From an optimization exercise on the open Yosys and OpenROAD flow, aimed at small area and a short achievable clock period; shortcuts taken in it are not production practice.
Only simulation tests tie the RTL to the original design; equivalence was not proved.
No activity file was given, so power comes from the tool's default toggle rates.

## flow/design.v (module list and top-level ports; edited modules follow where they fit)
// module til_lane: 750 lines
// module til_fa: 10 lines
// module til_ha: 9 lines
// module til_lane_unit: 218 lines
module til_lane_unit #(
    parameter LANES = 4
) (
    input                    clk,
    input                    rst,
    input                    issue,
    input  [35:0]            instr,
    input  [LANES*18-1:0]    opa,
    input  [LANES*18-1:0]    opb,
    input  [LANES-1:0]       a_end,
    input  [LANES-1:0]       assigned,
    input                    batch_start,
    input                    flag_clr,
    output [LANES-1:0]       wr_en,
    output [LANES*18-1:0]    wr_data,
    output [LANES-1:0]       pred,
    output [LANES*4-1:0]     flags,
    output reg               trap,
    output reg [3:0]         trap_code
);
  // ...
==> flow/flow/run.sh <==
#!/bin/bash
# Layout flow: the standard ORFS flow (standard.sh, standard synthesis
# unchanged) with three changes.
#  - SETUP_SLACK_MARGIN=9: repair_timing is asked for more setup slack than
#    the 18 ns constraint needs, so that it keeps shortening the worst path.
#  - TNS_END_PERCENT=0: it works on the worst endpoint only.
#  - BUFFER_PORTS_ARGS: every input and output port still gets its own
#    buffer, but a buf_2 rather than the default clkdlybuf4s50_1 delay cell.
# make's output goes to flow.log; each ORFS step writes its own log under
# orfs/logs/.
set -euo pipefail
bash standard.sh SETUP_SLACK_MARGIN=9 TNS_END_PERCENT=0 \
    'BUFFER_PORTS_ARGS=-buffer_cell sky130_fd_sc_hd__buf_2' finish > flow.log 2>&1
==> flow/standard.sh <==
#!/bin/bash
# synth_recipe.tcl (not shown) runs the flow's synth.tcl, then flattens the netlist and writes it again
# the make line also repeats each setting of config.mk as NAME=value (left out here)
make -C /OpenROAD-flow-scripts/flow DESIGN_CONFIG=/design/flow/config.mk WORK_HOME=/design/flow/orfs CLKGATE_MAP_FILE= SYNTH_SCRIPT=/design/flow/synth_recipe.tcl "${@:-finish}"
==> flow/config.mk <==
export PLATFORM = sky130hd
export DESIGN_NAME = til_lane_unit
export DESIGN_NICKNAME = til_lane_unit
export VERILOG_FILES = /design/flow/design.v
export SDC_FILE = /design/flow/constraint.sdc
export NUM_CORES = 8
export LEC_CHECK = 0
export ABC_AREA = 1
export CAP_MARGIN = 20
export CORE_MARGIN = 2
export CORE_UTILIZATION = 35
export PLACE_DENSITY = 0.42
export SLEW_MARGIN = 20
export SYNTH_HIERARCHICAL = 1
==> flow/constraint.sdc <==
create_clock -name core_clock -period 18.0 [get_ports {clk}]
set_input_delay 3.6000 -clock core_clock [delete_from_list [all_inputs] [get_ports {clk}]]
set_output_delay 3.6000 -clock core_clock [all_outputs]
set_load 0.01 [all_outputs]
==> flow_summary.toml, run 1 <==
[placement]
port_buffers = 291
pre_cts_slack_ns = 6.19

[floorplanning]
fp.dieW_um = 518

[cells_and_area]
final.signal_inverter_count = 1153
n_sequential_cell = 451
layout_common_cells = "nand2_1, nand3_1, o22ai_1"
comb.multi_input.count = 10800
nNetsFinal = 14900
mostFrequentLayoutCell = "nand2_1"

[min_path]
min_from = "g_lane[1].u_lane.acc0[33]"

[cts]
cts_sinks = 451
cts_made_buffers = 60
path_clk_slew_ns = 0.06

[power]
power_mw = 25.7
ir_drop_uv = 627
largestPowerGroup = "combinational logic"
cellLeakagePower_nw = 46.0

[detailed_routing]
routed_wl_um = 520000
top_layer = "met5"
drtPass1Iterations = 8
routed_via_density = 6.04
m1WireLength_um = 217000

[critical_path]
start_kind = "input pin"
startpoint = "instr[32]"
crit_fanout = 15
r2r_setup_slack_ns = 11.30
worstSetupPathType = "in2reg"
cp.depth = 27

[flow_run]
drv_cap = 0

[timing]
setup_violations = 0
max_freq_mhz = 108
worst_slack_ns = 8.78
period_share_pct = 51.2
hold_viol = 0

[global_routing]
antenna_found_initial = 23

[status]
status = "complete, no violations"
==> run 2: changes to the inputs <==
--- a/flow/config.mk
+++ b/flow/config.mk
@@ -10,4 +10,4 @@
 export CORE_MARGIN = 2
-export CORE_UTILIZATION = 35
-export PLACE_DENSITY = 0.42
+export CORE_UTILIZATION = 50
+export PLACE_DENSITY = 0.6
 export SLEW_MARGIN = 20
==> flow_summary.toml, run 2 <==
[flow_run]
drv_cap = 0

[cts]
insertion_delay_ns = 0.72
cts_tree = "built"
clock-root-buffer = "clkbuf_16"
cts_max_path_buffers = 3
cts_made_buffers = 57
cts_sinks = 451
cts-htree-levels = 2
path_clk_slew_ns = 0.06

[detailed_routing]
vias = 105000
routed_wl_um = 471000
drt-initial-drc-count = 16000
wl_per_cell_um = 29.8
routed_via_density = 6.65
antenna_left = 0
drtPass1Iterations = 7
drcViolationCount = 0

[critical_path]
start_kind = "input pin"
r2r_start = "g_lane[1].u_lane.sat1"
cp-end-kind = "register"
arrival_ns = 9.94
startpoint = "instr[31]"
worstSetupPathType = "in2reg"
cp.required_ns = 18.57
crit_fanout = 9

[global_routing]
grt_usage_pct = 47.3
grt_pass1_vias = 98900
grt_max_degree = 104
grt_pass1_wl_um = 661000
antenna_found_initial = 24
gr-total-overflow = 0

[power]
cellLeakagePower_nw = 46.1
ir_drop_uv = 561
p_per_area_nw_per_um2 = 240

[floorplanning]
fp.dieW_um = 434
core.rowCount = 157
start_util_pct = 50.4
die_area_um2 = 188000
io_pins = 294
floorplan.core_area_um2 = 183000
die_height_um = 434

[min_path]
min_from = "g_lane[2].u_lane.acc0[33]"
hold_path.class = "reg2reg"

[timing]
fin_worst_hold_slack_ns = 0.466
worst_slack_ns = 8.63
setup_violations = 0
relSlewSlack_pct = 11.1
hold_viol = 0
max_freq_mhz = 107
slew_viol_final = 0
worst_pin_slew_ns = 1.33
finalClockSkew_ns = 0.0294
post-route-min-period_ns = 9.37
period_share_pct = 52.1
fin_tns_setup_ns = 0
grt_setup_unrepaired = "true"

[cells_and_area]
syn2layout_area_growth_pct = 12.6
nNetsFinal = 14900
fillers = 17700
mostFrequentLayoutCell = "nand2_1"
drive_gt1_share_pct = 12.6
top_regs = "g_lane.u_lane.acc0 (168), g_lane.u_lane.acc1 (168), g_lane.u_lane.wr_data (72)"
final_cell_count_no_fill = 15800
final_core_util_pct = 56.8
layout_common_cells = "nand2_1, nand3_1, o22ai_1"

[placement]
port_buffers = 291
placed_cells = 15300
place_hpwl_um = 341000
gp_congestion = 1.06
pre_cts_slack_ns = 6.33

[yosys]
syn_inst = 13200
synth_area_um2 = 92400
yosysWarnings = 8
syn_area_per_cell_um2 = 7.02

[status]
status = "complete, no violations"
==> run 2: worst paths after layout <==
| kind | to | slack [ns] | cells after the start |
|---|---|---|---|
| hold reg to reg | g_lane[2].u_lane.acc0[33] | 0.47 | 2 |
| hold / removal | g_lane[2].u_lane.acc0[33] | 0.47 | 2 |
| setup reg to reg | g_lane[1].u_lane.sat0 | 11.26 | 27 |
| setup / recovery | g_lane[2].u_lane.acc1[27] | 8.63 | 28 |
==> run 2: timing repair <==
| item | in CTS | in global routing |
|---|---|---|
| hold buffers | 0 | 0 |
| buffers inserted | 170 | 133 |
| cloned | 19 | 17 |
| endpoints found under the setup margin | 345 | 307 |
| gates resized for setup | 290 | 474 |
| pin swaps | 18 | 110 |
==> run 2: per-stage QoR <==
| step | cell area [µm²] | power, mW |
|---|---|---|
| after floorplan | 93000 | 13.8 |
| after global placement | 95600 | 20.5 |
| after detailed placement | 95700 | 20.9 |
| after CTS | 101000 | 22.8 |
| after global routing | 104000 | 26.3 |
| final | 104000 | 25.0 |
==> run 2: final cells by class <==
| type | count | area (µm²) | area share, % |
|---|---|---|---|
| Clock inverter | 34 | 365 | 0.351 |
| Inverter | 1143 | 4650 | 4.46 |
| Sequential cell | 451 | 9110 | 8.75 |
| Clock buffer | 73 | 1640 | 1.58 |
| Timing Repair inverter | 14 | 92.6 | 0.0889 |
| Tap cell | 2464 | 3080 | 2.96 |
| Timing Repair Buffer | 827 | 6860 | 6.59 |
| Antenna cell | 15 | 37.5 | 0.0360 |
| Multi-Input combinational cell | 10800 | 78300 | 75.2 |
==> run 2: worst max-delay path: stages <==
cell       delay [ns]
buf_6            0.12
buf_12           0.16
nand2_8          0.08
nand2_8          0.09
clkbuf_16        0.18
clkbuf_4         0.19
nor3_4           0.24
clkinv_4         0.12
buf_12           0.16
o22ai_1          0.18
xor2_1           0.22
fa_1             0.46
fa_1             0.48
fa_1             0.46
fa_2             0.56
fa_1             0.45
ha_1             0.35
inv_1            0.11
o21bai_1         0.08
a21oi_1          0.19
o21ai_2          0.10
a21oi_4          0.17
buf_4            0.16
o21bai_1         0.09
a21o_1           0.20
a21oi_1          0.23
xor2_2           0.34
o22ai_1          0.12
==> run 2: metal layers <==
metal  global-route usage [%]  vias up  share of wire, %
li1                         -    45200                 -
met1                     59.9    49800                36
met2                     67.7     8072                40
met3                     14.7     2007                14
met4                     34.4       20               9.3
met5                        0        -             0.032
==> run 2: power breakdown <==
group | switching [mW] | internal (mW) | total (mW)
clock | 0.529 | 0.721 | 1.25
combinational | 14.6 | 8.11 | 22.7
sequential | 0.00707 | 1.03 | 1.03
==> run 3: changes to the inputs <==
--- a/flow/flow/run.sh
+++ b/flow/flow/run.sh
@@ -3,3 +3,3 @@
 # unchanged) with three changes.
-#  - SETUP_SLACK_MARGIN=9: repair_timing is asked for more setup slack than
+#  - SETUP_SLACK_MARGIN=10: repair_timing is asked for more setup slack than
 #    the 18 ns constraint needs, so that it keeps shortening the worst path.
@@ -11,3 +11,3 @@
 set -euo pipefail
-bash standard.sh SETUP_SLACK_MARGIN=9 TNS_END_PERCENT=0 \
+bash standard.sh SETUP_SLACK_MARGIN=10 TNS_END_PERCENT=0 \
     'BUFFER_PORTS_ARGS=-buffer_cell sky130_fd_sc_hd__buf_2' finish > flow.log 2>&1
--- a/flow/config.mk
+++ b/flow/config.mk
@@ -10,4 +10,4 @@
 export CORE_MARGIN = 2
-export CORE_UTILIZATION = 50
-export PLACE_DENSITY = 0.6
+export CORE_UTILIZATION = 35
+export PLACE_DENSITY = 0.42
 export SLEW_MARGIN = 20
==> flow_summary.toml, run 3 <==
[status]
status = "complete, no violations"

[yosys]
synth_area_um2 = 92400
syn_inst = 13200
syn_area_per_cell_um2 = 7.02
yosysWarnings = 8

[cts]
cts-htree-levels = 2
insertion_delay_ns = 0.78
cts_max_path_buffers = 3
path_clk_slew_ns = 0.06
cts_sinks = 451
cts_made_buffers = 61
clock-root-buffer = "clkbuf_16"
cts_tree = "built"

[timing]
fin_tns_setup_ns = 0
worst_slack_ns = 8.58
relSlewSlack_pct = 16.8
post-route-min-period_ns = 9.42
grt_setup_unrepaired = "true"
finalClockSkew_ns = 0.0560
hold_viol = 0
period_share_pct = 52.3
slew_viol_final = 0
max_freq_mhz = 106
worst_pin_slew_ns = 1.23
setup_violations = 0

[placement]
gp_congestion = 0.993
port_buffers = 291
place_hpwl_um = 395000
pre_cts_slack_ns = 6.29

[global_routing]
antenna_found_initial = 23
gr-total-overflow = 0
grt_pass1_wl_um = 733000
grt_max_degree = 83
grt_usage_pct = 37.3
grt_pass1_vias = 98200

[detailed_routing]
drcViolationCount = 0
antenna_left = 0
drtPass1Iterations = 6
routed_via_density = 6.06
vias = 101000
wl_per_cell_um = 31.3
drt-initial-drc-count = 11900
routed_wl_um = 523000

[floorplanning]
floorplan.core_area_um2 = 263000
start_util_pct = 35.2
io_pins = 294
core.rowCount = 188
fp.dieW_um = 518
die_area_um2 = 268000
die_height_um = 518

[critical_path]
arrival_ns = 10.05
r2r_end = "g_lane[1].u_lane.acc1[33]"
worstRegToRegCells = 23
cp-end-kind = "register"
r2r_setup_slack_ns = 11.00
start_kind = "input pin"
cp.required_ns = 18.63
r2r_start = "g_lane[1].u_lane.sat1"
crit_fanout = 20
worstSetupPathType = "in2reg"

[power]
p_per_area_nw_per_um2 = 233
ir_drop_uv = 507
cellLeakagePower_nw = 45.5

[cells_and_area]
syn2layout_area_growth_pct = 12.4
mostFrequentLayoutCell = "nand2_1"
seq_area_um2 = 9110
multiInputGateArea_um2 = 77800
top_regs = "g_lane.u_lane.acc0 (168), g_lane.u_lane.acc1 (168), g_lane.u_lane.wr_data (72)"
drive_gt1_share_pct = 11.5
layout_common_cells = "nand2_1, nand3_1, o22ai_1"
fillers = 27900
nNetsFinal = 14800

[min_path]
whs_endpoint = "g_lane[3].u_lane.acc1[8]"
min_from = "g_lane[3].u_lane.acc1[8]"
hold_path.class = "reg2reg"
hold_depth = 2

[flow_run]
drv_cap = 0
## run 3: changes by cell type in the layout (fill, tap and decap cells not counted), moves of 13 or more
cell,previous run,this run
clkinv_4,16,33
clkinvlp_4,41,14
xor2_1,1007,1021
xor2_2,29,16
buf_4,433,331
clkinv_2,28,12
inv_2,47,66
## run 3: critical path, stage by stage
cell	delay, ns
buf_16	0.21
buf_16	0.22
nand2_1	0.09
nand2_1	0.11
buf_12	0.21
inv_1	0.15
nor2_2	0.17
inv_1	0.15
nor2_4	0.25
clkinvlp_4	0.14
buf_4	0.21
nor2_2	0.37
fa_1	0.51
fa_1	0.40
fa_1	0.51
fa_1	0.42
ha_1	0.32
a21oi_1	0.15
o21bai_1	0.07
a21oi_1	0.12
nand2_1	0.13
a21oi_2	0.13
buf_4	0.15
o21ai_4	0.10
buf_4	0.15
fa_1	0.37
xnor2_1	0.36
o22ai_1	0.15
## run 3: timing repair
item	in CTS	in global routing
cloned	16	6
buffers inserted	138	25
pin swaps	25	31
gates resized for setup	395	109
endpoints found under the setup margin	413	378
hold buffers	0	0
## run 3: through the flow
stage               total power, mW  cell area (µm²)  hold WS, ns  instances  utilization, %
floorplan                      14.2            94000        0.443      13200               -
global placement               21.6            97700        0.452      16400            37.2
detailed placement             21.7            97700        0.456      16400            37.2
CTS                            23.8           103000        0.467      16700            39.3
global route                   25.9           104000        0.483      16700            39.6
finish                         24.2           104000        0.468      16700            39.6
## run 3: worst max-delay path by stage
stage                     startpoint                   endpoint  slack (ns)  cells past startpoint
final                      instr[30]  g_lane[1].u_lane.acc1[33]        8.58                     28
after global routing       instr[30]      g_lane[3].u_lane.sat0        8.42                     31
after CTS                  instr[30]      g_lane[3].u_lane.sat0        8.76                     30
after detailed placement   instr[29]      g_lane[2].u_lane.sat0        6.29                     30
after global placement     instr[30]      g_lane[0].u_lane.sat1        6.32                     28
after floorplan            instr[32]  g_lane[0].u_lane.flags[0]        9.14                     29
## run 3: metal layers
| metal | vias to the layer above | GRT usage [%] | wire (µm) |
|---|---|---|---|
| met2 | 5170 | 57.3 | 228000 |
| met4 | 10 | 20.4 | 33500 |
| li1 | 45000 | - | - |
| met5 | - | 0 | 68 |
| met3 | 1083 | 6.74 | 42900 |
| met1 | 50200 | 49.5 | 218000 |
## run 3: cell type report
| cell class | instances | share of cell area (%) |
|---|---|---|
| clock buffer | 76 | 1.63 |
| timing repair inverter | 6 | 0.0385 |
| timing repair buffer | 710 | 5.55 |
| tap | 3515 | 4.23 |
| clock inverter | 38 | 0.436 |
| sequential | 451 | 8.77 |
| antenna | 13 | 0.0313 |
| inverter | 1143 | 4.40 |
| multi-input combinational | 10800 | 74.9 |
## run 3: power by group
group / internal (mW) / switching (mW) / total (mW)
clock: 0.760 / 0.576 / 1.34
sequential: 1.03 / 0.00798 / 1.03
combinational: 7.79 / 14.1 / 21.9

==> separate check: timing with driven ports <==
Ports are ideal in the flow. The routed layouts listed here were re-timed in OpenROAD. Step 1: set_driving_cell puts a clkbuf_16 on clk and a buf_2 on each other input, an assumption about the parent block. Step 2 also shifts input and output timing later by t, the mid clock arrival at the registers, as if the neighbouring blocks saw the same clock. Slacks: no drivers / after step 1 / after step 2; pairs: no drivers / after step 1.
run | t (ns) | setup slack, ns | worst hold slack (ns) | worst register clock-pin slew, ns | cell pins on the clock port's net
run 1 | 0.829 | 8.776 / 8.783 / 7.954 | 0.466 / 0.466 / 0.466 | 0.07 / 0.07 | 1
run 2 | 0.784 | 8.625 / 8.638 / 7.854 | 0.466 / 0.466 / 0.466 | 0.07 / 0.07 | 1
run 3 | 0.837 | 8.582 / 8.586 / 7.749 | 0.468 / 0.468 / 0.468 | 0.08 / 0.08 | 1
After both steps every run listed still meets setup and hold. The setup slack of run 3, which loses most, moves by +0.004 ns with the drivers and by -0.833 ns with both steps.
